From an optimization exercise on the open Yosys and OpenROAD flow, aimed at small area and few clock cycles per item; shortcuts taken in it are not production practice. Power is estimated from default activity; no workload was simulated.

// rs_c3_enc
module rs_c3_enc (
    input  wire        clk,
    input  wire        rst,
    input  wire        in_valid,
    output wire        in_ready,
    input  wire [15:0] in_data,
    output wire        out_valid,
    input  wire        out_ready,
    output wire [15:0] out_data,
    output wire        out_last
);
==> flow/config.mk <==
export PLATFORM = sky130hd
export DESIGN_NAME = rs_c3_enc
export DESIGN_NICKNAME = rs_c3_enc
export VERILOG_FILES = /design/flow/design.v
export SDC_FILE = /design/flow/constraint.sdc
export NUM_CORES = 4
export LEC_CHECK = 0
export CAP_MARGIN = 20
export CORE_MARGIN = 2
export CORE_UTILIZATION = 60
export GPL_TIMING_DRIVEN = 0
export PLACE_DENSITY = 0.75
export SLEW_MARGIN = 20
==> flow/constraint.sdc <==
create_clock -name core_clock -period 4.0 [get_ports {clk}]
set_input_delay 0.8000 -clock core_clock [delete_from_list [all_inputs] [get_ports {clk}]]
set_output_delay 0.8000 -clock core_clock [all_outputs]
set_load 0.01 [all_outputs]
standard.sh (not shown) runs the stock make flow with config.mk's settings and CLKGATE_MAP_FILE= SYNTH_SCRIPT=/design/flow/synth_recipe.tcl, a recipe that flattens the netlist after the stock synthesis.
==> flow/flow/run.sh <==
#!/bin/bash
set -euo pipefail
HERE=$(pwd)
cat > my_synth.tcl <<EOF
proc abc {args} {
  set i [lsearch -exact \$args -script]
  if {\$i >= 0} { set args [lreplace \$args [expr {\$i+1}] [expr {\$i+1}] $HERE/flow/abc.script] }
  yosys abc {*}\$args
}
source $HERE/synth_recipe.tcl
EOF
sed "s#SYNTH_SCRIPT=[^ ]*#SYNTH_SCRIPT=$HERE/my_synth.tcl#" standard.sh > my_standard.sh
bash my_standard.sh > make.log 2>&1
==> flow/flow/abc.script <==
strash
map -a
The baseline produced a layout that fails on negative setup slack.
Then changed:
--- a/flow/config.mk
+++ b/flow/config.mk
@@ -9,5 +9,4 @@
 export CORE_MARGIN = 2
-export CORE_UTILIZATION = 60
-export GPL_TIMING_DRIVEN = 0
-export PLACE_DENSITY = 0.75
+export CORE_UTILIZATION = 40
+export PLACE_DENSITY = 0.6
 export SLEW_MARGIN = 20
Outcome: The changed run completed without violations. Routed wire length went down by 8.6%. Fmax grows by 11%. Sequential power barely changes. Via count came out lower by 11%. Synthesized cell count stays the same. Global-route usage came out lower by 11 points. Clock power falls by about 3%. Synthesized area does not change. Worst setup slack gains 0.42 ns. Utilization came out lower by 33 points.
Then changed:
==> flow/run.sh (new file) <==
#!/bin/bash
# synth_recipe.tcl (not shown) runs the flow's synth.tcl, then flattens the netlist and writes it again
# the make line also repeats each setting of config.mk as NAME=value (left out here)
make -C /OpenROAD-flow-scripts/flow DESIGN_CONFIG=/design/flow/config.mk WORK_HOME=/design/flow/orfs CLKGATE_MAP_FILE= SYNTH_SCRIPT=/design/flow/synth_recipe.tcl finish
removed: flow/flow/run.sh
removed: flow/flow/abc.script
removed: flow/standard.sh
Effect: Fmax decreases by 1.1%. Wire length goes up by 12%. Final cell count drops by 0.99%. Final area rose by 2.0%. Power shrinks by 1.7%. Setup slack degrades by 0.042 ns.
Then changed:
==> flow/flow/run.sh (new file) <==
#!/bin/bash
set -euo pipefail
HERE=$(pwd)
cat > my_synth.tcl <<EOF
proc abc {args} {
  set i [lsearch -exact \$args -script]
  if {\$i >= 0} { set args [lreplace \$args [expr {\$i+1}] [expr {\$i+1}] $HERE/flow/abc.script] }
  yosys abc {*}\$args
}
source $HERE/synth_recipe.tcl
EOF
sed "s#SYNTH_SCRIPT=[^ ]*#SYNTH_SCRIPT=$HERE/my_synth.tcl#" standard.sh > my_standard.sh
bash my_standard.sh > make.log 2>&1
==> flow/flow/abc.script (new file) <==
strash
map -a
==> flow/standard.sh (new file) <==
#!/bin/bash
# synth_recipe.tcl (not shown) runs the flow's synth.tcl, then flattens the netlist and writes it again
# the make line also repeats each setting of config.mk as NAME=value (left out here)
make -C /OpenROAD-flow-scripts/flow DESIGN_CONFIG=/design/flow/config.mk WORK_HOME=/design/flow/orfs CLKGATE_MAP_FILE= SYNTH_SCRIPT=/design/flow/synth_recipe.tcl "${@:-finish}"
--- a/flow/config.mk
+++ b/flow/config.mk
@@ -10,2 +10,3 @@
 export CORE_UTILIZATION = 40
+export GPL_TIMING_DRIVEN = 0
 export PLACE_DENSITY = 0.6
removed: flow/run.sh
Effect: This time the run finished but fails on negative setup slack; total power is higher by a few percent; maximum frequency is lower by roughly a tenth; non-clock buffer count is higher by 92; core utilization is higher by 11 points.
No run of this note included a check of the RTL's function; only the layout flow was run.

==> afterwards: timing with drivers on the ports <==
In the flow no input, the clock included, has a driving cell. The finished layouts below were timed again as built, in two steps.
Step 1 assumes that a clkbuf_16 drives the clock port and a buf_2 every other input.
Step 2 times the ports against the registers' clock, not the clock port: input delays grow and output delays shrink by t, the midpoint of the rising clock arrivals with the driver on.
a / b / c = ideal / step 1 / step 2; a / b = the first two.
| run | t (ns) | setup slack, ns | worst setup path at the end |
|---|---|---|---|
| the first run | 0.602 | -0.315 / -0.315 / -0.315 | register to register |
| the second run | 0.603 | 0.108 / 0.062 / 0.108 | register to register |
| the third run | 0.625 | 0.066 / 0.007 / 0.513 | register to register |
| the fourth run | 0.615 | -0.366 / -0.366 / -0.366 | register to register |
